This design comes from an exercise in tuning for small area and a short achievable clock period on the open sky130 flow, not from production work.
In this exercise RTL edits were held to simulation tests only and were not proved equivalent to the original.
Power figures rest on the tool's default switching activity, not on a simulated workload.

**design/flow/config.mk**
```make
export PLATFORM = sky130hd
export DESIGN_NAME = mosaic_coder
export DESIGN_NICKNAME = mosaic_coder
export VERILOG_FILES = /design/flow/design.v
export SDC_FILE = /design/flow/constraint.sdc
export NUM_CORES = 4
export LEC_CHECK = 0
export ABC_AREA = 1
export CAP_MARGIN = 20
export CORE_MARGIN = 2
export CORE_UTILIZATION = 60
export CTS_CLUSTER_DIAMETER = 60
export CTS_CLUSTER_SIZE = 30
export SLEW_MARGIN = 70
```
**design/flow/constraint.sdc**
```tcl
create_clock -name core_clock -period 20.0 [get_ports {clk}]
set_input_delay 4.0000 -clock core_clock [delete_from_list [all_inputs] [get_ports {clk}]]
set_output_delay 4.0000 -clock core_clock [all_outputs]
set_load 0.01 [all_outputs]
```
**design/flow/design.v**
```verilog
module mc_static_code (
    input  wire [1:0]  q,
    input  wire [4:0]  k,
    output reg  [29:0] tcode
);
  always @* begin
    case ({q, k})
      {2'd0, 5'd0}: tcode = 30'h00000000;
      {2'd0, 5'd1}: tcode = 30'h00000000;
      {2'd0, 5'd2}: tcode = 30'h00000006;
      {2'd0, 5'd3}: tcode = 30'h0000001C;
      {2'd0, 5'd4}: tcode = 30'h00000078;
      {2'd0, 5'd5}: tcode = 30'h000001F0;
      {2'd0, 5'd6}: tcode = 30'h000007E0;
      {2'd0, 5'd7}: tcode = 30'h00001FC0;
      {2'd0, 5'd8}: tcode = 30'h00007F80;
      {2'd0, 5'd9}: tcode = 30'h0001FF00;
      {2'd0, 5'd10}: tcode = 30'h0007FE00;
      {2'd0, 5'd11}: tcode = 30'h001FFC00;
      {2'd0, 5'd12}: tcode = 30'h007FF800;
      {2'd0, 5'd13}: tcode = 30'h01FFF000;
      {2'd0, 5'd14}: tcode = 30'h07FFE000;
      {2'd0, 5'd15}: tcode = 30'h1FFFC000;
      {2'd0, 5'd16}: tcode = 30'h3FFF0000;
      {2'd1, 5'd0}: tcode = 30'h00000006;
      {2'd1, 5'd1}: tcode = 30'h00000001;
      {2'd1, 5'd2}: tcode = 30'h00000000;
      {2'd1, 5'd3}: tcode = 30'h0000000C;
      {2'd1, 5'd4}: tcode = 30'h00000078;
      {2'd1, 5'd5}: tcode = 30'h000001F0;
      {2'd1, 5'd6}: tcode = 30'h000007E0;
      {2'd1, 5'd7}: tcode = 30'h00001FC0;
      {2'd1, 5'd8}: tcode = 30'h00007F80;
      {2'd1, 5'd9}: tcode = 30'h0001FF00;
      {2'd1, 5'd10}: tcode = 30'h0007FE00;
      {2'd1, 5'd11}: tcode = 30'h001FFC00;
      {2'd1, 5'd12}: tcode = 30'h007FF800;
      {2'd1, 5'd13}: tcode = 30'h01FFF000;
      {2'd1, 5'd14}: tcode = 30'h07FFE000;
      {2'd1, 5'd15}: tcode = 30'h1FFFC000;
      {2'd1, 5'd16}: tcode = 30'h3FFF0000;
      {2'd2, 5'd0}: tcode = 30'h0000001E;
      {2'd2, 5'd1}: tcode = 30'h00000005;
      {2'd2, 5'd2}: tcode = 30'h00000008;
      {2'd2, 5'd3}: tcode = 30'h00000004;
      {2'd2, 5'd4}: tcode = 30'h00000000;
      {2'd2, 5'd5}: tcode = 30'h00000070;
      {2'd2, 5'd6}: tcode = 30'h000001E0;
      {2'd2, 5'd7}: tcode = 30'h00000FC0;
      {2'd2, 5'd8}: tcode = 30'h00003F80;
      {2'd2, 5'd9}: tcode = 30'h0000FF00;
      {2'd2, 5'd10}: tcode = 30'h0003FE00;
      {2'd2, 5'd11}: tcode = 30'h000FFC00;
      {2'd2, 5'd12}: tcode = 30'h003FF800;
      {2'd2, 5'd13}: tcode = 30'h00FFF000;
      {2'd2, 5'd14}: tcode = 30'h03FFE000;
      {2'd2, 5'd15}: tcode = 30'h0FFFC000;
      {2'd2, 5'd16}: tcode = 30'h1FFF0000;
      {2'd3, 5'd0}: tcode = 30'h0000007C;
      {2'd3, 5'd1}: tcode = 30'h0000003D;
      {2'd3, 5'd2}: tcode = 30'h0000003A;
      {2'd3, 5'd3}: tcode = 30'h00000034;
      {2'd3, 5'd4}: tcode = 30'h00000028;
      {2'd3, 5'd5}: tcode = 30'h00000010;
      {2'd3, 5'd6}: tcode = 30'h00000000;
      {2'd3, 5'd7}: tcode = 30'h00000100;
      {2'd3, 5'd8}: tcode = 30'h00000600;
      {2'd3, 5'd9}: tcode = 30'h00001C00;
      {2'd3, 5'd10}: tcode = 30'h00007800;
      {2'd3, 5'd11}: tcode = 30'h0001F000;
      {2'd3, 5'd12}: tcode = 30'h0003F800;
      {2'd3, 5'd13}: tcode = 30'h000FF000;
      {2'd3, 5'd14}: tcode = 30'h003FE000;
      {2'd3, 5'd15}: tcode = 30'h00FFC000;
      {2'd3, 5'd16}: tcode = 30'h01FF0000;
      default: tcode = 30'd0;
    endcase
  end
endmodule
module mc_residue (
    input  wire [15:0] diff,
    input  wire [8:0]  dsel,
    input  wire [14:0] umask,
    output wire [15:0] m
);
  wire        sign = |(dsel & diff[15:7]);                  
  wire [14:0] u    = (diff[14:0] ^ {15{sign}}) & umask;
  assign m = {u, sign};
endmodule
module mc_class (
    input  wire [15:0] m,
    output reg  [4:0]  k
);
  integer i;
  always @* begin
    k = 5'd0;
    for (i = 0; i < 16; i = i + 1)
      if (m[i]) k = i[4:0] + 5'd1;
  end
endmodule
module mc_cost (
    input  wire [1:0]  q,
    input  wire [4:0]  k,
    output reg  [4:0]  cost
);
  always @* begin
    case ({q, k})
      {2'd0, 5'd0}: cost = 5'd2;
      {2'd0, 5'd1}: cost = 5'd2;
      {2'd0, 5'd2}: cost = 5'd3;
      {2'd0, 5'd3}: cost = 5'd5;
      {2'd0, 5'd4}: cost = 5'd7;
      {2'd0, 5'd5}: cost = 5'd9;
      {2'd0, 5'd6}: cost = 5'd11;
      {2'd0, 5'd7}: cost = 5'd13;
      {2'd0, 5'd8}: cost = 5'd15;
      {2'd0, 5'd9}: cost = 5'd17;
      {2'd0, 5'd10}: cost = 5'd19;
      {2'd0, 5'd11}: cost = 5'd21;
      {2'd0, 5'd12}: cost = 5'd23;
      {2'd0, 5'd13}: cost = 5'd25;
      {2'd0, 5'd14}: cost = 5'd27;
      {2'd0, 5'd15}: cost = 5'd29;
      {2'd0, 5'd16}: cost = 5'd30;
      {2'd1, 5'd0}: cost = 5'd3;
      {2'd1, 5'd1}: cost = 5'd2;
      {2'd1, 5'd2}: cost = 5'd3;
      {2'd1, 5'd3}: cost = 5'd4;
      {2'd1, 5'd4}: cost = 5'd7;
      {2'd1, 5'd5}: cost = 5'd9;
      {2'd1, 5'd6}: cost = 5'd11;
      {2'd1, 5'd7}: cost = 5'd13;
      {2'd1, 5'd8}: cost = 5'd15;
      {2'd1, 5'd9}: cost = 5'd17;
      {2'd1, 5'd10}: cost = 5'd19;
      {2'd1, 5'd11}: cost = 5'd21;
      {2'd1, 5'd12}: cost = 5'd23;
      {2'd1, 5'd13}: cost = 5'd25;
      {2'd1, 5'd14}: cost = 5'd27;
      {2'd1, 5'd15}: cost = 5'd29;
      {2'd1, 5'd16}: cost = 5'd30;
      {2'd2, 5'd0}: cost = 5'd5;
      {2'd2, 5'd1}: cost = 5'd3;
      {2'd2, 5'd2}: cost = 5'd4;
      {2'd2, 5'd3}: cost = 5'd4;
      {2'd2, 5'd4}: cost = 5'd5;
      {2'd2, 5'd5}: cost = 5'd7;
      {2'd2, 5'd6}: cost = 5'd9;
      {2'd2, 5'd7}: cost = 5'd12;
      {2'd2, 5'd8}: cost = 5'd14;
      {2'd2, 5'd9}: cost = 5'd16;
      {2'd2, 5'd10}: cost = 5'd18;
      {2'd2, 5'd11}: cost = 5'd20;
      {2'd2, 5'd12}: cost = 5'd22;
      {2'd2, 5'd13}: cost = 5'd24;
      {2'd2, 5'd14}: cost = 5'd26;
      {2'd2, 5'd15}: cost = 5'd28;
      {2'd2, 5'd16}: cost = 5'd29;
      {2'd3, 5'd0}: cost = 5'd7;
      {2'd3, 5'd1}: cost = 5'd6;
      {2'd3, 5'd2}: cost = 5'd6;
      {2'd3, 5'd3}: cost = 5'd6;
      {2'd3, 5'd4}: cost = 5'd6;
      {2'd3, 5'd5}: cost = 5'd6;
      {2'd3, 5'd6}: cost = 5'd7;
      {2'd3, 5'd7}: cost = 5'd9;
      {2'd3, 5'd8}: cost = 5'd11;
      {2'd3, 5'd9}: cost = 5'd13;
      {2'd3, 5'd10}: cost = 5'd15;
      {2'd3, 5'd11}: cost = 5'd17;
      {2'd3, 5'd12}: cost = 5'd18;
      {2'd3, 5'd13}: cost = 5'd20;
      {2'd3, 5'd14}: cost = 5'd22;
      {2'd3, 5'd15}: cost = 5'd24;
      {2'd3, 5'd16}: cost = 5'd25;
      default: cost = 5'd0;
    endcase
  end
endmodule
module mosaic_coder (
    input  wire        clk,
    input  wire        rst,           
    input  wire        in_valid,
    input  wire        in_first,      
    input  wire        in_last,       
    input  wire [3:0]  in_depth,      
    input  wire [2:0]  in_pred,       
    input  wire [4:0]  in_avail,      
    input  wire        in_ef_colour,  
    input  wire [15:0] in_x,
    input  wire [15:0] in_a,
    input  wire [15:0] in_b,
    input  wire [15:0] in_c,
    input  wire [15:0] in_e,
    input  wire [15:0] in_f,
    output reg         out_valid,
    output reg  [29:0] out_code,      
    output reg  [4:0]  out_len,
    output reg         blk_valid,
    output reg  [2:0]  blk_pred,
    output reg  [22:0] blk_bits
);
  genvar g;
  integer p, j;
  wire [15:0] mid0 = 16'd1 << (in_depth + 4'd7);           
  wire        a_av = in_avail[0];
  wire        b_av = in_avail[1];
  wire        c_av = in_avail[2];
  wire [15:0] a0 = a_av ? in_a : b_av ? in_b : mid0;
  wire [15:0] b0 = b_av ? in_b : a_av ? in_a : mid0;
  wire [15:0] c0 = (c_av && (a_av || b_av)) ? in_c : b0;
  reg         v1, first1, last1, use_ef1;
  reg  [3:0]  depth1;
  reg  [2:0]  pred1;
  reg  [15:0] x1, a1, b1, c1, e1, f1;
  always @(posedge clk) begin
    v1      <= in_valid && !rst;
    first1  <= in_first;
    last1   <= in_last;
    depth1  <= in_depth;
    pred1   <= in_pred;
    use_ef1 <= in_avail[3] && in_avail[4] && in_ef_colour;
    x1      <= in_x;
    a1      <= a0;
    b1      <= b0;
    c1      <= c0;
    e1      <= in_e;
    f1      <= in_f;
  end
  wire [8:0]  dsel;                                        
  generate
    for (g = 0; g < 9; g = g + 1) begin : g_dsel
      assign dsel[g] = (depth1 == g);
    end
  endgenerate
  wire [14:0] umask;                               
  generate
    for (g = 0; g < 15; g = g + 1) begin : g_umask
      if (g <= 6) begin : g_lo
        assign umask[g] = 1'b1;
      end else begin : g_hi
        assign umask[g] = |dsel[8:g-6];
      end
    end
  endgenerate
  wire [15:0] mid = {dsel, 7'd0};                         
  wire [16:0] av_t = {x1, 1'b1} + {1'b1, ~a1} + {1'b1, ~b1} + {16'd0, ~(a1[0] ^ b1[0])};
  wire [16:0] ef_t = {x1, 1'b1} + {1'b1, ~e1} + {1'b1, ~f1} + {16'd0, ~(e1[0] ^ f1[0])};
  wire [15:0] diff [0:5];
  assign diff[0] = x1 ^ mid;
  assign diff[1] = x1 - a1;
  assign diff[2] = x1 - b1;
  assign diff[3] = x1 - a1 - b1 + c1;
  assign diff[4] = av_t[16:1];
  assign diff[5] = ef_t[16:1];
  wire [15:0] m_u [0:5];
  generate
    for (g = 0; g < 6; g = g + 1) begin : g_res
      mc_residue u_res (.diff(diff[g]), .dsel(dsel), .umask(umask), .m(m_u[g]));
    end
  endgenerate
  wire        a_lt_c = a1 < c1;
  wire        b_lt_c = b1 < c1;
  wire [17:0] v_ab   = {2'b0, a1} - {2'b0, b1};                      
  wire [17:0] u_abc  = {2'b0, a1} + {2'b0, b1} - {1'b0, c1, 1'b0};   
  wire        a_lt_b = v_ab[17];
  wire [1:0]  med_u  = (a_lt_c && b_lt_c)   ? (a_lt_b ? 2'd1 : 2'd2) :
                       (!a_lt_c && !b_lt_c) ? (a_lt_b ? 2'd2 : 2'd1) : 2'd3;
  function [2:0] ctx_ge;            
    input [17:0] w;
    input [8:0]  ds;
    reg          neg;
    reg   [16:0] nw;
    reg   [10:0] ge;                
    integer      i;
    begin
      neg = w[17];
      nw  = w[16:0] ^ {17{neg}};    
      ge[0] = (|nw) | neg;
      for (i = 1; i < 11; i = i + 1)
        ge[i] = (|(nw >> i)) | (neg & ((nw & ((17'd1 << i) - 17'd1)) == ((17'd1 << i) - 17'd1)));
      ctx_ge[0] = |(ds & {ge[6], ge[5], ge[4], ge[3], ge[2], ge[1], ge[0], ge[0], ge[0]});
      ctx_ge[1] = |(ds & {ge[8], ge[7], ge[6], ge[5], ge[4], ge[3], ge[2], ge[1], ge[1]});
      ctx_ge[2] = |(ds & ge[10:2]);
    end
  endfunction
  wire [2:0] ge_u = ctx_ge(u_abc, dsel);
  wire [2:0] ge_v = ctx_ge(v_ab, dsel);
  wire [2:0] ge   = (a_lt_c == b_lt_c) ? ge_u : ge_v;
  wire [1:0] q    = ge[2] ? 2'd3 : ge[1] ? 2'd2 : ge[0] ? 2'd1 : 2'd0;
  reg         v2, first2, last2, use_ef2;
  reg  [2:0]  pred2;
  reg  [1:0]  q2, med2;
  reg  [15:0] m2 [0:5];
  always @(posedge clk) begin
    v2      <= v1 && !rst;
    first2  <= first1;
    last2   <= last1;
    use_ef2 <= use_ef1;
    pred2   <= pred1;
    q2      <= q;
    med2    <= med_u;
    for (p = 0; p < 6; p = p + 1)
      m2[p] <= m_u[p];
  end
  wire [4:0] k_u    [0:5];
  wire [4:0] cost_u [0:5];
  generate
    for (g = 0; g < 6; g = g + 1) begin : g_cost
      mc_class u_cls (.m(m2[g]), .k(k_u[g]));
      mc_cost u_cost (.q(q2), .k(k_u[g]), .cost(cost_u[g]));
    end
  endgenerate
  wire [2:0] med_sel = {1'b0, med2};
  wire [2:0] p5_sel  = use_ef2 ? 3'd5 : med_sel;
  reg  [4:0] cost3, cost5;
  always @* begin
    case (med2)
      2'd1:    cost3 = cost_u[1];
      2'd2:    cost3 = cost_u[2];
      default: cost3 = cost_u[3];
    endcase
    cost5 = use_ef2 ? cost_u[5] : cost3;
  end
  reg  [2:0]  sel_u;
  reg  [15:0] sel_m;
  reg  [4:0]  sel_k;
  reg  [4:0]  sel_cost;
  always @* begin
    case (pred2)
      3'd0:    sel_u = 3'd0;
      3'd1:    sel_u = 3'd1;
      3'd2:    sel_u = 3'd2;
      3'd3:    sel_u = med_sel;
      3'd4:    sel_u = 3'd4;
      default: sel_u = p5_sel;
    endcase
    case (sel_u)
      3'd0:    begin sel_m = m2[0]; sel_k = k_u[0]; sel_cost = cost_u[0]; end
      3'd1:    begin sel_m = m2[1]; sel_k = k_u[1]; sel_cost = cost_u[1]; end
      3'd2:    begin sel_m = m2[2]; sel_k = k_u[2]; sel_cost = cost_u[2]; end
      3'd3:    begin sel_m = m2[3]; sel_k = k_u[3]; sel_cost = cost_u[3]; end
      3'd4:    begin sel_m = m2[4]; sel_k = k_u[4]; sel_cost = cost_u[4]; end
      default: begin sel_m = m2[5]; sel_k = k_u[5]; sel_cost = cost_u[5]; end
    endcase
  end
  wire [29:0] tcode;
  mc_static_code u_code (.q(q2), .k(sel_k), .tcode(tcode));
  reg         v3, first3, last3;
  reg  [4:0]  cost3r [0:5];
  always @(posedge clk) begin
    out_valid <= v2 && !rst;
    out_code  <= tcode ^ {14'd0, sel_m};
    out_len   <= sel_cost;
    v3        <= v2 && !rst;
    first3    <= first2 && v2;
    last3     <= last2;
    cost3r[0] <= v2 ? cost_u[0] : 5'd0;
    cost3r[1] <= v2 ? cost_u[1] : 5'd0;
    cost3r[2] <= v2 ? cost_u[2] : 5'd0;
    cost3r[3] <= v2 ? cost3     : 5'd0;
    cost3r[4] <= v2 ? cost_u[4] : 5'd0;
    cost3r[5] <= v2 ? cost5     : 5'd0;
  end
  reg  [22:0] acc [0:5];
  reg  [5:0]  acc_lo [0:5];
  reg  [23:5] acc_pa [0:5];
  reg  [22:0] acc_nx [0:5];
  always @* begin
    for (p = 0; p < 6; p = p + 1) begin
      acc_lo[p] = {1'b0, first3 ? 5'd0 : acc[p][4:0]} + {1'b0, cost3r[p]};
      acc_pa[p][5] = 1'b1;
      for (j = 5; j < 23; j = j + 1)
        acc_pa[p][j+1] = acc_pa[p][j] & acc[p][j];
      acc_nx[p][4:0] = acc_lo[p][4:0];
      for (j = 5; j < 23; j = j + 1)
        acc_nx[p][j] = !first3 && (acc[p][j] ^ (acc_lo[p][5] & acc_pa[p][j]));
    end
  end
  wire lt01 = acc_nx[1] < acc_nx[0];
  wire lt23 = acc_nx[3] < acc_nx[2];
  wire lt45 = acc_nx[5] < acc_nx[4];
  reg  w01, w23, w45, tot_v;
  always @(posedge clk) begin
    for (p = 0; p < 6; p = p + 1)
      acc[p] <= acc_nx[p];
    w01   <= lt01;
    w23   <= lt23;
    w45   <= lt45;
    tot_v <= v3 && last3 && !rst;
  end
  wire [22:0] v01 = w01 ? acc[1] : acc[0];
  wire [22:0] v23 = w23 ? acc[3] : acc[2];
  wire [22:0] v45 = w45 ? acc[5] : acc[4];
  wire        c_a = v23 < v01;
  wire        c_b = v45 < v01;
  wire        c_c = v45 < v23;
  wire        s45 = c_b && c_c;
  wire        s23 = !s45 && c_a;
  wire [22:0] vbest = s45 ? v45 : s23 ? v23 : v01;
  wire [2:0]  ibest = s45 ? {2'b10, w45} : s23 ? {2'b01, w23} : {2'b00, w01};
  always @(posedge clk) begin
    blk_valid <= tot_v && !rst;
    blk_pred  <= ibest;
    blk_bits  <= vbest;
  end
endmodule
```
**design/flow/flow/run.sh**
```bash
#!/bin/bash
# Layout flow: the standard ORFS flow (standard.sh) with three changes in
# how the layout is made:
#  - synthesis maps adders as plain logic for abc (no half/full adder cells,
#    yosys's default Brent-Kung carry network instead of Kogge-Stone);
#  - abc maps with a 2.4 ns delay target and recovers area within it
#    (flow/abc_area.script, used for the synthesis step only);
#  - ports are buffered with sky130_fd_sc_hd__buf_2 cells.
# Each step's full output goes to a log file in this folder.
set -euo pipefail
export ADDER_MAP_FILE=
export SYNTH_OPERATIONS_ARGS=-booth
export BUFFER_PORTS_ARGS="-buffer_cell sky130_fd_sc_hd__buf_2"

# Synthesis, with a copy of ORFS's scripts whose abc area script is ours
rm -rf synth_scripts
cp -r "$FLOW_HOME/scripts" synth_scripts
cp flow/abc_area.script synth_scripts/abc_area.script
SCRIPTS_DIR="$PWD/synth_scripts" bash standard.sh synth > synth.log 2>&1

# The rest of the standard flow
bash standard.sh > standard.log 2>&1
```
**design/flow/flow/abc_area.script**
```
strash
dch
map -D 2400
topo
stime -c
buffer -c
upsize -c
dnsize -c
```
**design/flow/standard.sh**
```bash
#!/bin/bash
# synth_recipe.tcl (not shown) runs the flow's synth.tcl, then flattens the netlist and writes it again
# the make line also repeats each setting of config.mk as NAME=value (left out here)
make -C /OpenROAD-flow-scripts/flow DESIGN_CONFIG=/design/flow/config.mk WORK_HOME=/design/flow/orfs CLKGATE_MAP_FILE= SYNTH_SCRIPT=/design/flow/synth_recipe.tcl "${@:-finish}"
```
==> flow_summary.toml, run 1 <==
[clocking]
clock_buffers_created_by_tritoncts = 38
clock-sinks = 451
cts-htree-levels = 2
clock-root-buffer = "clkbuf_16"
clockBufferDepth = 3
cts-resized-gates = 0
cts_hold_buf = 0
cts.clk_slew.worst_paths_ps = 90
clock_insertion_delay_worst_skew_ps = 600
cts.repair_timing.setup_buffer_count = 0
tritoncts = "yes"

[logic_synthesis]
synth-seq-cells = 451
synth_compound_gate_area_share_pct = 20.8
synth_async_sr_flop_share_pct = 0
ys_types = 84
yosys-mux-area-fraction_pct = 0.767
synth_simple_gate_area_share_pct = 33.7
parity_gate_share_of_the_synthesized_area_counting_xor_and_xnor_cells_pct = 5.22
synth_top_family_by_area = "simple AND/OR/NAND/NOR gates"
postSynthCellCount = 5116
syn_area_um2 = 31500
yosys_warnings = 16
synth_seq_area_share_pct = 28.7
syn_avg_cell_area_um2 = 6.16
post_synth_edffs = 0
syn-num-nets = 5230
synth_adder_area_share_pct = 0.159
synth_ff_type = "dfxtp_1"

[global_route]
gr-total-overflow = 0
first_global_vias = 31700
maximum_number_of_pins_on_one_net_before_global_route_repair = 48
groute.usage.overall_pct = 36.4
grt_antenna_before_repair = 3
grt_first_pass_wirelength_um = 159000

[timing]
final_min_period_over_clock_period_pct = 25.5
final_report_setup_violation_count = 0
final_hold_viol_count = 0
max-slew-margin-rel_pct = 67.9
timing.final.max_slew_violations = 0
worst_clock_skew_ps = 35.8
max_freq_mhz = 196
worst_slack_ps = 14900
rsz_0062_raised_after_global_routing = "false"
worst-slew-pin-transition_ps = 476
fin_tns_setup_ps = 0
timing.hold.ws_ps = 333
final.min_clock_period_ps = 5100

[critical_path]
endpoint_kind = "output pin"
crit-reg2reg-launch = "x1[3]"
critical-path-slowest-cell = "dfxtp_1"
reg2reg_depth = 23
critical_path.reg2reg.endpoint = "m2[1][12]"
internal_reg_to_reg_setup_slack_ps = 15040
path_max_fanout = 2
delay_heaviest_family_cp = "flip-flops"
worst-setup-path-type = "register to output pin"
worstPathRequired_ps = 16000
crit_chain = "buf_2"
worst_path_bufs_invs = 1
path_depth = 1
timing.critical_path.from_type = "register"
critical_path.max_stage_delay_ps = 360
critical_path_arrival_ps = 1100

[die]
rows = 83
start_util_pct = 61.0
coreArea_um2 = 51600
die_h_um = 233
floorplan.die_area_um2 = 54400
chipWidth_um = 233
design.portCount = 177

[place]
portBuffers = 176
post-place-cells = 5895
dp_worst_setup_slack_ps = 14460
place_hpwl_um = 80900
gp_congestion = 1.07
dpl-instance-area_um2 = 33500

[cells_and_area]
nets = 5373
nFillCells = 4812
finalInstanceArea_um2 = 35100
area.growth.synth_to_final_pct = 11.3
post_route_cells_drive_above_1_share_pct = 9.84
fin_util_pct = 68.0
final_cell_count_no_fill = 5968

[hold_path]
hold-path-endpoint = "first2"
hold-path-cell-count = 0
min-delay-path-class = "register to register"
hold_path_startpoint = "first1"

[pwr]
switching_share_pct = 49.4
clock_power_share_pct = 16.7
power.ir.vdd_worst_v = 0.0000893
power.total_mw = 4.88
p_switching_mw = 2.41
power.internal_mw = 2.47
power_density_nw_per_um2 = 139
power.static_leakage_nw = 17.0
power.sequential.fraction_pct = 25.4
comb_power_share_pct = 57.9

[drt]
drc = 0
antenna_left = 0
routed-via-count = 34600
wl_per_cell_um = 17.1
drt_pre_antenna_iters = 6
first_iter_violations = 3091
viasPerCell = 5.80
routed_wirelength_um = 102000

[run_status]
outcome = "finished clean"

[flow_run]
number_of_max_capacitance_violations_reported = 0
-- sequential cells by signal (all words and copies together) (netlist names), 2 cells and up --
name      flops
x1           16
b1           16
blk_bits     23
out_len       5
e1           16
a1           16
pred2         3
depth1        4
f1           16
cost3r       30
pred1         3
out_code     30
med2          2
q2            2
blk_pred      3
m2           96
acc         138
c1           16
-- area by class of cell --
type / instances / area, um2 / share of cell area (%)
multi-input cells: 3784 / 19600 / 56.0
flip-flops and latches: 451 / 9040 / 25.8
inverters: 758 / 2850 / 8.13
repair buffers: 226 / 1330 / 3.79
clock buffers: 43 / 1020 / 2.91
well taps: 680 / 851 / 2.43
clock inverters: 25 / 340 / 0.970
diodes: 1 / 2.50 / 0.00713
-- worst max-delay path by stage --
stage	startpoint	slack, ps	endpoint
finish	out_valid	14900	out_valid
global route	a1[3]	14790	q2[0]
CTS	out_valid	14880	out_valid
floorplan	in_avail[0]	14810	c1[10]
global placement	in_avail[0]	14330	c1[4]
detailed placement	in_avail[0]	14460	c1[2]
-- cells by family (layout without fill, tap and decap cells) --
group                    Yosys count  after routing
AO/OA/AOI/OAI                   1077           1077
flip-flops                       451            451
AND/OR/NAND/NOR                 2501           2501
other                              0              1
XOR/XNOR                         179            179
buffers and inverters            881           1052
multiplexers                      22             22
adder cells (fa/ha/maj)            5              5
-- routing by layer --
layer,GRT usage [%],vias up,wire (um),share of wire (%)
met5,0,-,24,0.024
met4,21.7,4,6480,6.4
met3,6.12,402,7970,7.8
met2,62.9,1510,47600,47
met1,42.3,15500,39800,39
li1,-,17200,-,-
-- cell usage after synthesis, types with 15 or more instances --
library cell | instances | area [um2]
and3_1 | 18 | 113
o211ai_1 | 38 | 285
or2_2 | 55 | 344
mux2_2 | 17 | 191
xor2_1 | 121 | 1060
a22oi_1 | 43 | 323
o2111ai_1 | 16 | 140
a31oi_1 | 27 | 169
a21oi_1 | 287 | 1440
nor3_1 | 117 | 586
o21ai_0 | 378 | 1890
o21bai_1 | 30 | 225
nand3b_1 | 16 | 120
o22ai_1 | 59 | 369
buf_2 | 18 | 90.1
clkbuf_1 | 94 | 353
a221oi_1 | 15 | 131
a211oi_1 | 26 | 195
and2_1 | 24 | 150
o221ai_1 | 22 | 193
nor2_1 | 896 | 3360
dfxtp_1 | 451 | 9030
nand2_1 | 962 | 3610
inv_1 | 749 | 2810
nand4_1 | 98 | 613
nor4_1 | 30 | 188
xnor2_1 | 52 | 455
nand3_1 | 253 | 1270
-- layout by cell type, fill, tap and decap left out, drive strengths merged, types with 24 or more instances in the layout --
master,count
nand2,964
nor4,30
nor3,120
and2,24
nand4,100
o211ai,40
o21bai,31
or2,56
a211oi,27
inv,767
nor2,901
o22ai,59
buf,223
o21ai,395
a31oi,29
dfxtp,451
a21oi,296
a22oi,43
nand3,260
xnor2,52
xor2,122
clkbuf,45
-- power by group through the flow --
stage / logic [mW] / registers, mW / clock network (mW)
after floorplan: 1.94 / 1.24 / 0
after global placement: 2.62 / 1.25 / 0
after detailed placement: 2.70 / 1.26 / 0
after CTS: 2.72 / 1.24 / 0.823
after global routing: 3.13 / 1.26 / 0.856
final: 2.82 / 1.24 / 0.813
==> inputs of run 2 (changes only) <==
--- a/design/flow/flow/run.sh
+++ b/design/flow/flow/run.sh
@@ -4,5 +4,5 @@
 #  - synthesis maps adders as plain logic for abc (no half/full adder cells,
 #    yosys's default Brent-Kung carry network instead of Kogge-Stone);
-#  - abc maps with a 2.4 ns delay target and recovers area within it
+#  - abc maps with a 2.8 ns delay target and recovers area within it
 #    (flow/abc_area.script, used for the synthesis step only);
 #  - ports are buffered with sky130_fd_sc_hd__buf_2 cells.
==> design/flow/flow/abc_area.script (replaced) <==
strash
dch
map -D 2800
topo
stime -c
buffer -c
upsize -c
dnsize -c
==> flow_summary.toml, run 2 <==
[logic_synthesis]
syn_avg_cell_area_um2 = 6.36
synth_adder_area_share_pct = 0.198
yosysTopAreaCellShare_pct = 29.8
yosys-top-cells-area = "dfxtp_1 (30%), nor2_1 (11%), nand2_1 (9.8%), inv_1 (8.8%), o21ai_0 (5.6%)"
synth-seq-cells = 451
ys_types = 93
syn-num-nets = 4884
yosys-mux-area-fraction_pct = 0.759
synth_top_cells_by_count = "nor2_1 (888), nand2_1 (790), inv_1 (715), dfxtp_1 (451), o21ai_0 (339)"
synth_async_sr_flop_share_pct = 0
syn_area_um2 = 30300
yosys_warnings = 16
postSynthCellCount = 4770
synth_ff_type = "dfxtp_1"
synth_compound_gate_area_share_pct = 20.3
synth_seq_area_share_pct = 29.8
synth_top_area_cell = "dfxtp_1"
synthMostInstantiatedCell = "nor2_1"
post_synth_edffs = 0
parity_gate_share_of_the_synthesized_area_counting_xor_and_xnor_cells_pct = 7.52
synth_top_family_by_area = "simple AND/OR/NAND/NOR gates"
synth_simple_gate_area_share_pct = 30.6

[critical_path]
endpoint_kind = "output pin"
worst-setup-path-type = "register to output pin"
crit_chain = "buf_2"
critical_path_arrival_ps = 1070
internal_reg_to_reg_setup_slack_ps = 15020
critical-path-slowest-cell = "dfxtp_1"
worst_path_bufs_invs = 1
critical_path.max_stage_delay_ps = 340
delay_heaviest_family_cp = "flip-flops"
worstPathRequired_ps = 16000
path_max_fanout = 1
timing.critical_path.from_type = "register"

[cells_and_area]
post_route_cells_drive_above_1_share_pct = 11.3
largest_reg_flops = 138
register_bank_with_the_most_flops = "acc"
most-common-layout-cells = "nor2_1 (861), nand2_1 (788), inv_1 (706)"
area.growth.synth_to_final_pct = 11.5
multi_input_comb_area_um2 = 18500
nFillCells = 4710
seqCellArea_um2 = 9040
nets = 5025
n_antenna_cell = 0
reg_top3 = "acc: 138 flops, m2: 96 flops"
most_common_cell_after_layout_fill_and_taps_aside = "nor2_1"

[timing]
final_hold_viol_count = 0
max-slew-margin-rel_pct = 67.3
fin_tns_setup_ps = 0
worst_clock_skew_ps = 38.0
final.min_clock_period_ps = 5070
timing.final.max_slew_violations = 0
worst-slew-pin-transition_ps = 487
rsz_0062_raised_after_global_routing = "false"
timing.hold.ws_ps = 330
max_freq_mhz = 197
final_min_period_over_clock_period_pct = 25.3
final_report_setup_violation_count = 0

[clocking]
cts.repair_timing.setup_buffer_count = 0
clock_buffers_created_by_tritoncts = 39
clock-root-buffer = "clkbuf_16"
tritoncts = "yes"
cts-htree-levels = 2
cts_hold_buf = 0
cts-resized-gates = 0
clock-sinks = 451
clockBufferDepth = 3
cts.clk_slew.worst_paths_ps = 80
clock_insertion_delay_worst_skew_ps = 610

[die]
chipWidth_um = 229
coreArea_um2 = 50100
rows = 82
start_util_pct = 60.6
design.portCount = 177
floorplan.die_area_um2 = 52400
die_h_um = 229

[drt]
routed_wirelength_um = 90700
viasPerCell = 5.56
antenna_left = 0
routed-via-count = 31200
wl_per_cell_um = 16.2
drt_pre_antenna_iters = 6
first_iter_violations = 2847
drc = 0

[global_route]
first_global_vias = 28600
maximum_number_of_pins_on_one_net_before_global_route_repair = 80
gr-total-overflow = 0
grt_first_pass_wirelength_um = 143000
groute.usage.overall_pct = 33.5
grt_antenna_before_repair = 3

[place]
gp_congestion = 0.997
portBuffers = 176
place_hpwl_um = 72200

[run_status]
outcome = "finished clean"

[pwr]
power.sequential.fraction_pct = 25.6
power.ir.vdd_worst_v = 0.0000860
comb_power_share_pct = 57.0
switching_share_pct = 48.5
clock_power_share_pct = 17.4
power.internal_mw = 2.49
p_switching_mw = 2.34
power_density_nw_per_um2 = 143
power.static_leakage_nw = 16.1

[flow_run]
number_of_max_capacitance_violations_reported = 0

[hold_path]
min-delay-path-class = "register to register"
[run 2: cell types whose count changed after synthesis, moves of 34 or more]
cell	change
xor2_1	+59
nand4_1	-47
nand2_1	-172
o21ai_0	-39
inv_1	-34
nand3_1	-116
[run 2: logic make-up (layout without fill, tap and decap cells)]
group,count (synthesis),after routing
and+or+nand+nor,2188,2188
AOI/OAI and AO/OA,1003,1003
buffers and inverters,852,1023
DFF,451,451
xor gates and xnor gates,249,249
muxes,21,21
adders and majority gates,6,6
[run 2: worst paths after layout]
| kind | endpoint | startpoint | cells past startpoint |
|---|---|---|---|
| hold reg to reg | last2 | last1 | 0 |
| hold / removal | last2 | last1 | 0 |
| setup / recovery | out_code[0] | out_code[0] | 1 |
| setup reg to reg | q2[0] | a1[1] | 26 |
[run 2: metal layers]
metal  GRT usage, %  vias up  wire (um)
li1               -    15900          -
met1           40.9    14000      37500
met2           58.5     1082      42800
met3           4.50      274       5650
met4           15.4        6       4750
met5              0        -         44
[run 2: area by class of cell]
type,count,area share (%)
clock buffers,45,3.04
flip-flops and latches,451,26.7
clock inverters,26,1.19
well taps,672,2.49
inverters,738,8.24
multi-input cells,3467,54.7
repair buffers,214,3.65
[run 2: power groups by stage]
stage	combinational, mW	sequential [mW]	clock (mW)
2_1_floorplan	1.93	1.24	0
3_3_place_gp	2.58	1.25	0
3_5_place_dp	2.68	1.25	0
4_1_cts	2.69	1.23	0.853
5_1_grt	3.06	1.25	0.888
6_report	2.76	1.24	0.842
[run 2: stage by stage]
stage	utilization, %	power (mW)	setup WS, ps	cells	instance area, um2
after detailed placement	64.4	3.93	14470	5541	32200
final	67.6	4.84	14930	5613	33800
after global placement	63.4	3.83	14300	5528	31700
after global routing	67.6	5.21	14690	5613	33800
after floorplan	-	3.17	14810	4770	30300
after CTS	67.2	4.78	14900	5612	33700
==> inputs of run 3 (changes only) <==
--- a/design/flow/flow/run.sh
+++ b/design/flow/flow/run.sh
@@ -4,5 +4,5 @@
 #  - synthesis maps adders as plain logic for abc (no half/full adder cells,
 #    yosys's default Brent-Kung carry network instead of Kogge-Stone);
-#  - abc maps with a 2.8 ns delay target and recovers area within it
+#  - abc maps with a 3.0 ns delay target and recovers area within it
 #    (flow/abc_area.script, used for the synthesis step only);
 #  - ports are buffered with sky130_fd_sc_hd__buf_2 cells.
==> design/flow/flow/abc_area.script (replaced) <==
strash
dch
map -D 3000
topo
stime -c
buffer -c
upsize -c
dnsize -c
==> flow_summary.toml, run 3 <==
[timing]
timing.final.max_slew_violations = 0
final_min_period_over_clock_period_pct = 25.6
final.min_clock_period_ps = 5130
max-slew-margin-rel_pct = 67.9
rsz_0062_raised_after_global_routing = "false"
final_hold_viol_count = 0
worst-slew-pin-transition_ps = 478
max_freq_mhz = 195
worst_clock_skew_ps = 38.7
fin_tns_setup_ps = 0
final_report_setup_violation_count = 0
worst_slack_ps = 14870
timing.hold.ws_ps = 332

[die]
chipWidth_um = 226
design.portCount = 177
rows = 81
start_util_pct = 60.6
floorplan.die_area_um2 = 51000
coreArea_um2 = 48700
die_h_um = 226

[clocking]
cts-htree-levels = 2
tritoncts = "yes"
clockBufferDepth = 3
cts.clk_slew.worst_paths_ps = 90
clock-sinks = 451
cts-resized-gates = 0
clock_buffers_created_by_tritoncts = 36
cts.repair_timing.setup_buffer_count = 0
clock-root-buffer = "clkbuf_16"
cts_hold_buf = 0
clock_insertion_delay_worst_skew_ps = 600

[drt]
viasPerCell = 5.59
routed_wirelength_um = 90700
wl_per_cell_um = 16.5
antenna_left = 0
routed-via-count = 30700
drc = 0
first_iter_violations = 2595
drt_pre_antenna_iters = 9

[cells_and_area]
register_bank_with_the_most_flops = "acc"
nets = 4912
seqCellArea_um2 = 9030
most_common_cell_after_layout_fill_and_taps_aside = "nor2_1"
area.growth.synth_to_final_pct = 11.4
multi_input_comb_area_um2 = 17800
largest_reg_flops = 138
reg_top3 = "acc: 138 flops, m2: 96 flops"
fin_util_pct = 67.5
nFillCells = 4513
post_route_cells_drive_above_1_share_pct = 9.70
most-common-layout-cells = "nor2_1 (912), nand2_1 (707), inv_1 (692)"

[critical_path]
critical_path.max_stage_delay_ps = 480
timing.critical_path.from_type = "register"
reg2reg_depth = 28
worstPathRequired_ps = 20460
critical_path.reg2reg.endpoint = "m2[3][15]"
path_depth = 28
path_max_fanout = 16
internal_reg_to_reg_setup_slack_ps = 14870
setup.worst_path.start = "x1[0]"
delay_heaviest_family_cp = "simple AND/OR/NAND/NOR gates"
endpoint_kind = "register"
critical_path_arrival_ps = 5590
crit_path_frequent_cell = "nand2_1"
crit-reg2reg-launch = "x1[0]"
critical_path.endpoint = "m2[3][15]"
critical-path-slowest-cell = "dfxtp_1"
worst_path_bufs_invs = 2
worst-setup-path-type = "register to register"

[global_route]
grt_first_pass_wirelength_um = 141000
groute.usage.overall_pct = 34.7
grt_antenna_before_repair = 3
gr-total-overflow = 0
maximum_number_of_pins_on_one_net_before_global_route_repair = 82
first_global_vias = 28000

[flow_run]
number_of_max_capacitance_violations_reported = 0

[logic_synthesis]
post_synth_edffs = 0
syn-num-nets = 4767
syn_avg_cell_area_um2 = 6.35
syn_area_um2 = 29500
yosys_warnings = 16
synth_seq_area_share_pct = 30.6
synthMostInstantiatedCell = "nor2_1"
synth-seq-cells = 451
yosysTopAreaCellShare_pct = 30.6
synth_async_sr_flop_share_pct = 0
synth_top_area_cell = "dfxtp_1"
ys_types = 80
synth_top_cells_by_count = "nor2_1 (939), nand2_1 (709), inv_1 (701), dfxtp_1 (451), o21ai_0 (352)"
postSynthCellCount = 4653
synth_ff_type = "dfxtp_1"
yosys-top-cells-area = "dfxtp_1 (31%), nor2_1 (12%), nand2_1 (9.0%), inv_1 (8.9%), o21ai_0 (6.0%)"

[place]
dp_worst_setup_slack_ps = 14470
portBuffers = 176
gp_congestion = 1.04
place_hpwl_um = 72700

[pwr]
power_density_nw_per_um2 = 145
power.ir.vdd_worst_v = 0.0000980
power.static_leakage_nw = 15.5

[hold_path]
min-delay-path-class = "register to register"

[run_status]
outcome = "finished clean"
run 3: area by class of cell:
cell class | count | share of cell area, %
Sequential cell | 451 | 27.5
Timing Repair Buffer | 213 | 3.73
Clock inverter | 27 | 1.27
Clock buffer | 38 | 2.82
Inverter | 709 | 8.14
Antenna cell | 2 | 0.0152
Tap cell | 664 | 2.53
Multi-Input combinational cell | 3387 | 54.0
run 3: how the worst min path moves through the flow:
stage / startpoint / endpoint / depth (start not counted)
detailed placement: last2 / last3 / 0
global placement: pred1[2] / pred2[2] / 0
floorplan: first1 / first2 / 0
finish: pred1[1] / pred2[1] / 0
global route: pred1[1] / pred2[1] / 0
CTS: pred1[1] / pred2[1] / 0
run 3: routing by layer:
layer	vias up	GRT usage [%]	routed length (um)	part of all wire (%)
li1	15500	-	-	-
met1	13800	41.9	37200	41
met2	1114	60.2	42800	47
met3	296	4.63	5640	6.2
met4	2	18.3	5010	5.5
met5	-	0	13	0.014
run 3: per-stage QoR:
step	cells	instance area, um2	power, mW
after floorplan	4653	29500	3.16
after global placement	5413	31000	3.84
after detailed placement	5420	31400	3.89
after CTS	5485	32700	4.69
after global routing	5489	32900	5.15
final	5491	32900	4.77
run 3: where the power goes:
group,switching [mW],internal (mW),leakage (nW),total [mW]
Sequential,0.129,1.11,3.74,1.24
Combinational,1.80,0.940,11.1,2.74
Clock,0.415,0.379,0.642,0.794
Total,2.34,2.43,15.5,4.77
run 3: logic make-up (layout without fill, tap and decap cells):
group           count (synthesis)  count (layout)  synth area share (%)
simple gates                 2080            2080                  29.1
compound gates                995             995                  20.2
buf+inv                       815             987                  10.5
flops                         451             451                  30.6
xor+xnor                      283             283                  8.56
mux                            22              22                 0.818
fa+ha+maj                       7               7                 0.237
other cells                     0               2                     0
run 3: worst register-to-register path, delay by kind of cell (launching register included):
family	cells	cell delay, ps
flops	1	480
xor+xnor	1	290
simple gates	16	2560
compound gates	9	1400
buf+inv	2	250
==> inputs of run 4 (changes only) <==
--- a/design/flow/flow/run.sh
+++ b/design/flow/flow/run.sh
@@ -4,5 +4,5 @@
 #  - synthesis maps adders as plain logic for abc (no half/full adder cells,
 #    yosys's default Brent-Kung carry network instead of Kogge-Stone);
-#  - abc maps with a 3.0 ns delay target and recovers area within it
+#  - abc maps with a 2.6 ns delay target and recovers area within it
 #    (flow/abc_area.script, used for the synthesis step only);
 #  - ports are buffered with sky130_fd_sc_hd__buf_2 cells.
==> design/flow/flow/abc_area.script (replaced) <==
strash
dch
map -D 2600
topo
stime -c
buffer -c
upsize -c
dnsize -c
==> flow_summary.toml, run 4 <==
[critical_path]
worst_path_bufs_invs = 1
path_max_fanout = 1
worstPathRequired_ps = 16000
reg2reg_depth = 23
endpoint_kind = "output pin"
critical_path_arrival_ps = 1040
crit-reg2reg-launch = "a1[2]"
critical_path.max_stage_delay_ps = 340
crit_chain = "buf_2"
timing.critical_path.from_type = "register"
path_depth = 1
critical-path-slowest-cell = "dfxtp_1"
delay_heaviest_family_cp = "flip-flops"
internal_reg_to_reg_setup_slack_ps = 15100
critical_path.reg2reg.endpoint = "m2[3][15]"
worst-setup-path-type = "register to output pin"
setup.worst_path.start = "blk_bits[16]"
critical_path.endpoint = "blk_bits[16]"

[place]
gp_congestion = 1.05
portBuffers = 176
place_hpwl_um = 78300

[die]
design.portCount = 177
start_util_pct = 61.0
rows = 82
chipWidth_um = 230
coreArea_um2 = 50400
die_h_um = 230
floorplan.die_area_um2 = 53000

[logic_synthesis]
yosys_warnings = 16
synthMostInstantiatedCell = "nor2_1"
synth-seq-cells = 451
synth_seq_area_share_pct = 29.4
syn-num-nets = 5055
post_synth_edffs = 0
yosysTopAreaCellShare_pct = 29.4
synth_top_area_cell = "dfxtp_1"
yosys-top-cells-area = "dfxtp_1 (29%), nor2_1 (11%), nand2_1 (11%), inv_1 (9.1%), o21ai_0 (5.7%)"
ys_types = 87
syn_area_um2 = 30700
syn_avg_cell_area_um2 = 6.22
synth_ff_type = "dfxtp_1"
synth_top_cells_by_count = "nor2_1 (900), nand2_1 (876), inv_1 (744), dfxtp_1 (451), o21ai_0 (347)"
postSynthCellCount = 4941
synth_async_sr_flop_share_pct = 0

[drt]
uppermost_metal_layer_occupied_by_signal_nets = "met5"
antenna_left = 0
drt_pre_antenna_iters = 9
drc = 0
viasPerCell = 5.69
routedLengthMet1_um = 38800
first_iter_violations = 2770
met3RoutedLength_um = 6560
routed_wirelength_um = 97900
met2_wirelength_um = 45300
wl_per_cell_um = 16.9
routed-via-count = 32900

[pwr]
power.total_mw = 4.80
power.static_leakage_nw = 16.6
comb_power_share_pct = 57.3
switching_share_pct = 49.1
power.ir.vdd_worst_v = 0.0000908
power_density_nw_per_um2 = 140
clock_power_share_pct = 16.8
power.sequential.fraction_pct = 25.9
power.internal_mw = 2.44
p_switching_mw = 2.36

[clocking]
cts.clk_slew.worst_paths_ps = 80
clockBufferDepth = 3
cts.repair_timing.setup_buffer_count = 0
clock-sinks = 451
tritoncts = "yes"
clock_buffers_created_by_tritoncts = 36
cts-resized-gates = 0
cts-htree-levels = 2
cts_hold_buf = 0
clock_insertion_delay_worst_skew_ps = 600
clock-root-buffer = "clkbuf_16"

[cells_and_area]
register_bank_with_the_most_flops = "acc"
seqCellArea_um2 = 9040
reg_top3 = "acc: 138 flops, m2: 96 flops"
most-common-layout-cells = "nor2_1 (879), nand2_1 (874), inv_1 (734)"
nets = 5202
post_route_cells_drive_above_1_share_pct = 10.1
nFillCells = 4689
fin_util_pct = 67.9
largest_reg_flops = 138
n_antenna_cell = 0
area.growth.synth_to_final_pct = 11.2
multi_input_comb_area_um2 = 18700
most_common_cell_after_layout_fill_and_taps_aside = "nor2_1"

[global_route]
groute.usage.overall_pct = 35.8
grt_first_pass_wirelength_um = 153000
grt_antenna_before_repair = 4
maximum_number_of_pins_on_one_net_before_global_route_repair = 48
gr-total-overflow = 0
first_global_vias = 30100

[timing]
final_report_setup_violation_count = 0
max_freq_mhz = 198
final_hold_viol_count = 0
timing.final.max_slew_violations = 0
worst_clock_skew_ps = 36.1
final_min_period_over_clock_period_pct = 25.2
worst-slew-pin-transition_ps = 476
final.min_clock_period_ps = 5040
fin_tns_setup_ps = 0
max-slew-margin-rel_pct = 68.0
rsz_0062_raised_after_global_routing = "false"

[flow_run]
number_of_max_capacitance_violations_reported = 0

[hold_path]
hold-path-cell-count = 0
min-delay-path-class = "register to register"

[run_status]
outcome = "finished clean"
[run 4: cell families after synthesis]
group | Yosys count | synth area share (%)
AO/OA/AOI/OAI | 1044 | 20.5
multiplexers | 21 | 0.753
XOR/XNOR | 194 | 5.78
flip-flops | 451 | 29.4
AND/OR/NAND/NOR | 2354 | 32.5
adder cells (fa/ha/maj) | 6 | 0.195
buffers and inverters | 871 | 10.9
[run 4: power groups by stage]
stage | sequential (mW) | combinational, mW | clock, mW
2_1_floorplan | 1.24 | 1.91 | 0
3_3_place_gp | 1.25 | 2.56 | 0
3_5_place_dp | 1.26 | 2.63 | 0
4_1_cts | 1.24 | 2.65 | 0.817
5_1_grt | 1.26 | 3.05 | 0.856
6_report | 1.24 | 2.75 | 0.808
[run 4: how the worst min path moves through the flow]
| stage | from | end | slack [ps] |
|---|---|---|---|
| finish | last2 | last3 | 340 |
| global route | last2 | last3 | 350 |
| CTS | last2 | last3 | 340 |
| detailed placement | last2 | last3 | 310 |
| global placement | last2 | last3 | 310 |
| floorplan | first1 | first2 | 310 |
[run 4: metrics by stage]
step                instances  hold WS (ps)  instance area (um2)  setup slack, ps
finish                   5787           335                34200            14960
detailed placement       5718           314                32600            14590
CTS                      5783           335                34000            14920
global route             5787           348                34200            14590
global placement         5705           310                32200            14340
floorplan                4941           310                30700            14810
[run 4: final cells by class]
| cell class | count | share of cell area, % |
|---|---|---|
| clock inverter | 25 | 1.21 |
| clock buffer | 40 | 2.80 |
| tap | 672 | 2.46 |
| multi-input combinational | 3619 | 54.8 |
| inverter | 755 | 8.30 |
| sequential | 451 | 26.4 |
| timing repair buffer | 225 | 3.95 |
[run 4: worst register-to-register path: stages, from the launching register on]
cell	delay, ps
dfxtp_1	590
inv_2	130
nand2_1	120
nand2_1	80
a21o_1	190
a21o_1	190
o21ai_2	120
nand2_1	90
nand3_1	180
a21oi_1	100
nor2_1	260
inv_1	160
o21ai_1	140
a21oi_1	80
or2_1	250
a21oi_1	300
nand4_1	190
o211ai_2	290
nand3_2	170
nand3_1	160
nand3_2	350
nand4_4	370
nand2_1	80
a21oi_1	210
[run 4: routing by layer]
layer  track usage, %  vias to the layer above
met5                0                        -
met4             23.5                        2
met3             4.80                      412
met2             61.2                     1349
met1             42.0                    14600
li1                 -                    16500
==> inputs of run 5 (changes only) <==
==> design/flow/flow/run.sh (replaced) <==
#!/bin/bash
# Layout flow: the standard ORFS flow (standard.sh) with two changes in
# how the layout is made:
#  - synthesis maps adders as plain logic for abc (no half/full adder cells,
#    yosys's default Brent-Kung carry network instead of Kogge-Stone);
#  - ports are buffered with sky130_fd_sc_hd__buf_2 cells.
# Every tool's output goes to standard.log in this folder.
set -euo pipefail
export ADDER_MAP_FILE=
export SYNTH_OPERATIONS_ARGS=-booth
export BUFFER_PORTS_ARGS="-buffer_cell sky130_fd_sc_hd__buf_2"
bash standard.sh > standard.log 2>&1
removed: design/flow/flow/abc_area.script
==> flow_summary.toml, run 5 <==
[place]
portBuffers = 176
dp_worst_setup_slack_ps = 14400
gp_congestion = 0.984
place_hpwl_um = 80300
post-place-cells = 6273

[clocking]
cts.repair_timing.setup_buffer_count = 0
clock-sinks = 451
tritoncts = "yes"
cts-resized-gates = 0
clockBufferDepth = 3
clock_insertion_delay_worst_skew_ps = 620
clock-root-buffer = "clkbuf_16"
cts_hold_buf = 0
cts.clk_slew.worst_paths_ps = 90
clock_buffers_created_by_tritoncts = 39
cts-htree-levels = 2

[critical_path]
setup.worst_path.start = "out_valid"
critical_path.max_stage_delay_ps = 340
path_max_fanout = 2
worst-setup-path-type = "register to output pin"
critical_path_arrival_ps = 1090
worstPathRequired_ps = 16000
delay_heaviest_family_cp = "flip-flops"
timing.critical_path.from_type = "register"
worst_path_bufs_invs = 1
critical-path-slowest-cell = "dfxtp_1"
crit-reg2reg-launch = "a1[1]"
endpoint_kind = "output pin"
crit_chain = "buf_2"

[cells_and_area]
n_antenna_cell = 0
post_route_cells_drive_above_1_share_pct = 9.77
register_bank_with_the_most_flops = "acc"
nFillCells = 5105
most_common_cell_after_layout_fill_and_taps_aside = "nand2_1"
most-common-layout-cells = "nand2_1 (1621), inv_1 (784), nor2_1 (736)"
final_cell_count_no_fill = 6344
nets = 5733
area.growth.synth_to_final_pct = 9.94
reg_top3 = "acc: 138 flops, m2: 96 flops"
largest_reg_flops = 138

[drt]
routed-via-count = 34900
drt_pre_antenna_iters = 6
viasPerCell = 5.50
first_iter_violations = 2949
routed_wirelength_um = 101000
drc = 0
antenna_left = 0
wl_per_cell_um = 15.9

[pwr]
power.ir.vdd_worst_v = 0.0000959
power.internal_mw = 2.44
power.sequential.fraction_pct = 25.3
switching_share_pct = 50.2
clock_power_share_pct = 17.4
power_density_nw_per_um2 = 137
power.static_leakage_nw = 18.7
comb_power_share_pct = 57.3
p_switching_mw = 2.46
power.total_mw = 4.91

[hold_path]
hold_path_startpoint = "last1"
min-delay-path-class = "register to register"

[die]
floorplan.die_area_um2 = 56000
chipWidth_um = 237
die_h_um = 237
rows = 85
coreArea_um2 = 53600
start_util_pct = 60.5
design.portCount = 177

[timing]
final_report_setup_violation_count = 0
worst-slew-pin-transition_ps = 474
final_hold_viol_count = 0
timing.final.max_slew_violations = 0
fin_tns_setup_ps = 0
worst_clock_skew_ps = 35.4
rsz_0062_raised_after_global_routing = "false"
final_min_period_over_clock_period_pct = 25.4
final.min_clock_period_ps = 5090
max-slew-margin-rel_pct = 68.4
worst_slack_ps = 14910
max_freq_mhz = 197

[logic_synthesis]
postSynthCellCount = 5494
syn_avg_cell_area_um2 = 5.91
synth-seq-cells = 451
syn_area_um2 = 32400
yosys-mux-area-fraction_pct = 0.555
syn-num-nets = 5608
synth_top_cells_by_count = "nand2_1 (1629), inv_1 (789), nor2_1 (750), dfxtp_1 (451), nand3_1 (359)"
synth_async_sr_flop_share_pct = 0
synth_top_area_cell = "dfxtp_1"
yosysTopAreaCellShare_pct = 27.8
ys_types = 82
synth_ff_type = "dfxtp_1"
synth_compound_gate_area_share_pct = 14.3
synthMostInstantiatedCell = "nand2_1"
post_synth_edffs = 0
yosys_warnings = 16
synth_top_family_by_area = "simple AND/OR/NAND/NOR gates"
yosys-top-cells-area = "dfxtp_1 (28%), nand2_1 (19%), inv_1 (9.1%), nor2_1 (8.7%), nand3_1 (5.5%)"
parity_gate_share_of_the_synthesized_area_counting_xor_and_xnor_cells_pct = 5.30
synth_adder_area_share_pct = 0.185
synth_seq_area_share_pct = 27.8
synth_simple_gate_area_share_pct = 40.4

[global_route]
maximum_number_of_pins_on_one_net_before_global_route_repair = 53
first_global_vias = 31400
grt_antenna_before_repair = 1
groute.usage.overall_pct = 34.9
gr-total-overflow = 0
grt_first_pass_wirelength_um = 159000

[run_status]
outcome = "finished clean"

[flow_run]
number_of_max_capacitance_violations_reported = 0
run 5: cell count changes in the layout (fill, tap and decap cells not counted), moves of 25 or more:
cell / previous run / this run
nand2_1: 874 / 1621
nand3_1: 194 / 357
nor2_1: 879 / 736
a21oi_1: 297 / 157
nor3_1: 113 / 60
inv_1: 734 / 784
nand2_2: 9 / 57
a22oi_1: 48 / 7
and2_1: 29 / 4
run 5: stage by stage:
stage	hold slack (ps)	area [um2]	util, %
4_1_cts	337	35600	66.4
6_report	334	35700	66.6
2_1_floorplan	310	32400	-
5_1_grt	345	35700	66.6
3_3_place_gp	310	33800	63.0
3_5_place_dp	314	34100	63.7
run 5: per-layer routing:
metal | track usage, % | share of wire [%] | vias to the layer above
met5 | 0 | 0.0089 | -
met1 | 42.5 | 41 | 15500
met2 | 60.8 | 47 | 1295
met3 | 4.53 | 6.6 | 289
li1 | - | - | 17800
met4 | 16.9 | 5.3 | 2
run 5: power groups by stage:
| stage | Combinational [mW] | Sequential, mW | Clock (mW) |
|---|---|---|---|
| 6_report | 2.81 | 1.24 | 0.854 |
| 5_1_grt | 3.14 | 1.26 | 0.901 |
| 4_1_cts | 2.76 | 1.24 | 0.867 |
| 3_5_place_dp | 2.74 | 1.26 | 0 |
| 3_3_place_gp | 2.67 | 1.25 | 0 |
| 2_1_floorplan | 1.98 | 1.24 | 0 |
run 5: worst paths after layout:
check | slack (ps) | cells past startpoint | endpoint
hold reg to reg | 330 | 0 | last2
hold / removal | 330 | 0 | last2
setup / recovery | 14910 | 1 | out_valid
setup reg to reg | 15730 | 26 | q2[0]
run 5: cell families (layout without fill, tap and decap cells):
family / count (synthesis) / after routing
AOI/OAI and AO/OA: 792 / 792
xor gates and xnor gates: 186 / 186
adders and majority gates: 6 / 6
buffers and inverters: 946 / 1100
DFF: 451 / 451
muxes: 16 / 16
and+or+nand+nor: 3097 / 3097
run 5: final cells by class:
| class | instances | area [um2] | area share (%) |
|---|---|---|---|
| Clock inverter | 29 | 454 | 1.27 |
| Timing Repair Buffer | 202 | 1150 | 3.23 |
| Tap cell | 696 | 871 | 2.44 |
| Inverter | 828 | 3130 | 8.76 |
| Clock buffer | 41 | 1000 | 2.81 |
| Multi-Input combinational cell | 4097 | 20000 | 56.2 |
| Sequential cell | 451 | 9030 | 25.3 |
==> inputs of run 6 (changes only) <==
--- a/design/flow/design.v
+++ b/design/flow/design.v
@@ -287,9 +287,7 @@
   wire [2:0] ge_u = ctx_ge(u_abc, dsel);
   wire [2:0] ge_v = ctx_ge(v_ab, dsel);
-  wire [2:0] ge   = (a_lt_c == b_lt_c) ? ge_u : ge_v;
-  wire [1:0] q    = ge[2] ? 2'd3 : ge[1] ? 2'd2 : ge[0] ? 2'd1 : 2'd0;
-  reg         v2, first2, last2, use_ef2;
-  reg  [2:0]  pred2;
-  reg  [1:0]  q2, med2;
+  reg         v2, first2, last2, use_ef2, ctx_u2;
+  reg  [2:0]  pred2, ge_u2, ge_v2;
+  reg  [1:0]  med2;
   reg  [15:0] m2 [0:5];
   always @(posedge clk) begin
@@ -299,9 +297,13 @@
     use_ef2 <= use_ef1;
     pred2   <= pred1;
-    q2      <= q;
+    ctx_u2  <= (a_lt_c == b_lt_c);
+    ge_u2   <= ge_u;
+    ge_v2   <= ge_v;
     med2    <= med_u;
     for (p = 0; p < 6; p = p + 1)
       m2[p] <= m_u[p];
   end
+  wire [2:0] ge = ctx_u2 ? ge_u2 : ge_v2;
+  wire [1:0] q2 = ge[2] ? 2'd3 : ge[1] ? 2'd2 : ge[0] ? 2'd1 : 2'd0;
   wire [4:0] k_u    [0:5];
   wire [4:0] cost_u [0:5];
==> design/flow/flow/run.sh (replaced) <==
#!/bin/bash
# Layout flow: the standard ORFS flow (standard.sh) with three changes in
# how the layout is made:
#  - synthesis maps adders as plain logic for abc (no half/full adder cells,
#    yosys's default Brent-Kung carry network instead of Kogge-Stone);
#  - abc maps with a 2.6 ns delay target and recovers area within it
#    (flow/abc_area.script, used for the synthesis step only);
#  - ports are buffered with sky130_fd_sc_hd__buf_2 cells.
# Each step's full output goes to a log file in this folder.
set -euo pipefail
export ADDER_MAP_FILE=
export SYNTH_OPERATIONS_ARGS=-booth
export BUFFER_PORTS_ARGS="-buffer_cell sky130_fd_sc_hd__buf_2"

# Synthesis, with a copy of ORFS's scripts whose abc area script is ours
rm -rf synth_scripts
cp -r "$FLOW_HOME/scripts" synth_scripts
cp flow/abc_area.script synth_scripts/abc_area.script
SCRIPTS_DIR="$PWD/synth_scripts" bash standard.sh synth > synth.log 2>&1

# The rest of the standard flow
bash standard.sh > standard.log 2>&1
==> design/flow/flow/abc_area.script (new file) <==
strash
dch
map -D 2600
topo
stime -c
buffer -c
upsize -c
dnsize -c
==> flow_summary.toml, run 6 <==
[drt]
first_iter_violations = 2975
drt_pre_antenna_iters = 6
antenna_left = 0
wl_per_cell_um = 16.6
routed-via-count = 32500
drc = 0
viasPerCell = 5.65
routed_wirelength_um = 95300

[clocking]
cts.clk_slew.worst_paths_ps = 90
clock-root-buffer = "clkbuf_16"
cts_hold_buf = 0
cts-htree-levels = 2
clockBufferDepth = 3
clock_buffers_created_by_tritoncts = 37
clock_insertion_delay_worst_skew_ps = 610
tritoncts = "yes"
cts-resized-gates = 0
clock-sinks = 456
cts.repair_timing.setup_buffer_count = 0

[cells_and_area]
post_route_cells_drive_above_1_share_pct = 10.8
register_bank_with_the_most_flops = "acc"
reg_top3 = "acc: 138 flops, m2: 96 flops"
most_common_cell_after_layout_fill_and_taps_aside = "nor2_1"
n_antenna_cell = 0
nets = 5147
most-common-layout-cells = "nor2_1 (875), nand2_1 (821), inv_1 (702)"
nFillCells = 4791
area.growth.synth_to_final_pct = 11.8
largest_reg_flops = 138

[pwr]
p_switching_mw = 2.39
power.total_mw = 4.85
power.static_leakage_nw = 16.5
power.ir.vdd_worst_v = 0.000106
power.internal_mw = 2.46
switching_share_pct = 49.3
clock_power_share_pct = 16.9
power_density_nw_per_um2 = 141
comb_power_share_pct = 57.3
power.sequential.fraction_pct = 25.8

[global_route]
grt_antenna_before_repair = 0
gr-total-overflow = 0
maximum_number_of_pins_on_one_net_before_global_route_repair = 51
groute.usage.overall_pct = 34.8
grt_first_pass_wirelength_um = 150000
first_global_vias = 29300

[logic_synthesis]
post_synth_edffs = 0
syn-num-nets = 4991
synth-seq-cells = 456
parity_gate_share_of_the_synthesized_area_counting_xor_and_xnor_cells_pct = 7.34
synth_compound_gate_area_share_pct = 20.2
synth_adder_area_share_pct = 0.365
yosys_warnings = 16
syn_area_um2 = 30900
synth_top_family_by_area = "simple AND/OR/NAND/NOR gates"
yosys-top-cells-area = "dfxtp_1 (30%), nor2_1 (11%), nand2_1 (10%), inv_1 (8.6%), o21ai_0 (5.5%)"
synthMostInstantiatedCell = "nor2_1"
yosys-mux-area-fraction_pct = 0.844
postSynthCellCount = 4877
synth_top_area_cell = "dfxtp_1"
synth_simple_gate_area_share_pct = 30.9
ys_types = 91
synth_async_sr_flop_share_pct = 0
syn_avg_cell_area_um2 = 6.33
synth_seq_area_share_pct = 29.6
yosysTopAreaCellShare_pct = 29.6
synth_ff_type = "dfxtp_1"
synth_top_cells_by_count = "nor2_1 (894), nand2_1 (823), inv_1 (706), dfxtp_1 (456), o21ai_0 (341)"

[critical_path]
worstPathRequired_ps = 16000
path_max_fanout = 1
setup.worst_path.start = "blk_bits[15]"
crit-reg2reg-launch = "x1[7]"
critical_path_arrival_ps = 1070
critical-path-slowest-cell = "dfxtp_1"
crit_chain = "buf_2"
delay_heaviest_family_cp = "flip-flops"
timing.critical_path.from_type = "register"
worst-setup-path-type = "register to output pin"
worst_path_bufs_invs = 1
critical_path.max_stage_delay_ps = 340
endpoint_kind = "output pin"

[timing]
worst-slew-pin-transition_ps = 479
timing.final.max_slew_violations = 0
max_freq_mhz = 197
final.min_clock_period_ps = 5070
final_report_setup_violation_count = 0
fin_tns_setup_ps = 0
rsz_0062_raised_after_global_routing = "false"
max-slew-margin-rel_pct = 67.6
final_min_period_over_clock_period_pct = 25.3
worst_clock_skew_ps = 34.7
final_hold_viol_count = 0

[place]
gp_congestion = 1.01
portBuffers = 176
place_hpwl_um = 76000

[die]
start_util_pct = 60.4
floorplan.die_area_um2 = 53300
chipWidth_um = 231
die_h_um = 231
coreArea_um2 = 51100
rows = 83
design.portCount = 177

[run_status]
outcome = "finished clean"

[hold_path]
hold_path_startpoint = "last1"
min-delay-path-class = "register to register"

[flow_run]
number_of_max_capacitance_violations_reported = 0
[run 6: changes by cell type after synthesis, moves of 46 or more]
cell	previous run	this run
nand2_1	1629	823
nand3_1	359	161
inv_1	789	706
a22oi_1	7	53
xor2_1	117	188
nor2_1	750	894
nor3_1	61	141
a21oi_1	159	271
[run 6: worst reg2reg max path: stages (launching register included)]
cell	delay (ps)
dfxtp_1	520
inv_2	190
nor2_1	190
nor2_1	110
and3_1	200
a21oi_2	270
o21ai_2	120
nand2_2	100
o21ai_1	80
or2_1	240
and2_1	210
nand2_1	110
nand2_2	80
xnor2_1	280
nor2_1	130
nand2_1	100
nand2_1	60
a21oi_2	250
xor2_2	190
a211oi_4	430
buf_2	280
nand3_2	210
nand2_1	130
nand2_1	50
[run 6: metal layers]
metal | track usage, % | wire length [um] | up-vias
li1 | - | - | 16300
met1 | 42.4 | 38900 | 14500
met2 | 59.3 | 43900 | 1310
met3 | 4.78 | 6480 | 321
met4 | 19.2 | 5980 | 0
met5 | 0 | 0 | -
[run 6: worst paths after layout]
check            endpoint  depth (start not counted)  slack (ps)
min reg2reg         last2                          0         330
max reg2reg      m2[3][6]                         23       15350
min                 last2                          0         330
max          blk_bits[15]                          1       14930
[run 6: cell families (layout without fill, tap and decap cells)]
family,count (synthesis),after routing
AND/OR/NAND/NOR,2256,2256
AO/OA/AOI/OAI,1024,1024
flip-flops,456,456
XOR/XNOR,249,249
adder cells (fa/ha/maj),11,11
multiplexers,24,24
buffers and inverters,857,1041
[run 6: power by group through the flow]
stage               registers (mW)  clock network [mW]  logic, mW
CTS                           1.25               0.834       2.71
global placement              1.26                   0       2.61
floorplan                     1.25                   0       1.95
global route                  1.27               0.869       3.09
finish                        1.25               0.821       2.78
detailed placement            1.27                   0       2.69
[run 6: cell type report]
type / count / area [um2] / share of cell area (%)
Multi-Input combinational cell: 3564 / 19000 / 55.0
Sequential cell: 456 / 9140 / 26.5
Inverter: 750 / 2820 / 8.18
Timing Repair Buffer: 224 / 1320 / 3.83
Clock buffer: 38 / 951 / 2.76
Tap cell: 680 / 851 / 2.47
Clock inverter: 29 / 455 / 1.32
[run 6: metrics by stage]
step           hold slack, ps  utilization [%]  setup slack [ps]  std cells  cell area, um2
6_report                  334             67.5             14930       5741           34500
5_1_grt                   344             67.5             14890       5741           34500
4_1_cts                   337             67.1             14900       5739           34300
3_5_place_dp              313             64.4             14550       5672           32900
3_3_place_gp              312             63.3             14320       5656           32400
2_1_floorplan             310                -             14810       4877           30900

[separate check: timing with driven ports]
Ports are ideal in the flow. The routed layouts listed here were re-timed in OpenROAD. Step 1 sets driving cells, clkbuf_16 on the clock port and buf_2 on the other inputs (assumed; they add their load-dependent delay and slew). Step 2, shift: input delay + t, output delay - t, t = (earliest + latest rising clock arrival at the registers) / 2. This alone moves slack from input paths to output paths. Three values: ideal ports, drivers, drivers and shift; two values: the first two.
| run | t (ns) | setup slack, ns | latest minus earliest clock arrival (ns) | worst slew at a driven data input, ns | cell pins on the clock port's net |
|---|---|---|---|---|---|
| run 1 | 0.653 | 14.903 / 14.837 / 14.453 | 0.036 / 0.036 | 0.11 | 1 |
| run 2 | 0.655 | 14.931 / 14.866 / 14.398 | 0.039 / 0.039 | 0.10 | 1 |
| run 3 | 0.641 | 14.871 / 14.871 / 14.546 | 0.039 / 0.039 | 0.05 | 1 |
| run 4 | 0.647 | 14.960 / 14.893 / 14.551 | 0.036 / 0.036 | 0.10 | 1 |
| run 5 | 0.662 | 14.914 / 14.850 / 14.313 | 0.037 / 0.038 | 0.06 | 1 |
| run 6 | 0.655 | 14.933 / 14.869 / 14.546 | 0.035 / 0.035 | 0.05 | 1 |
After both steps every run listed still meets setup and hold. For run 5, which loses most, drivers alone change the setup slack by -0.064 ns; drivers and shift together by -0.601 ns.
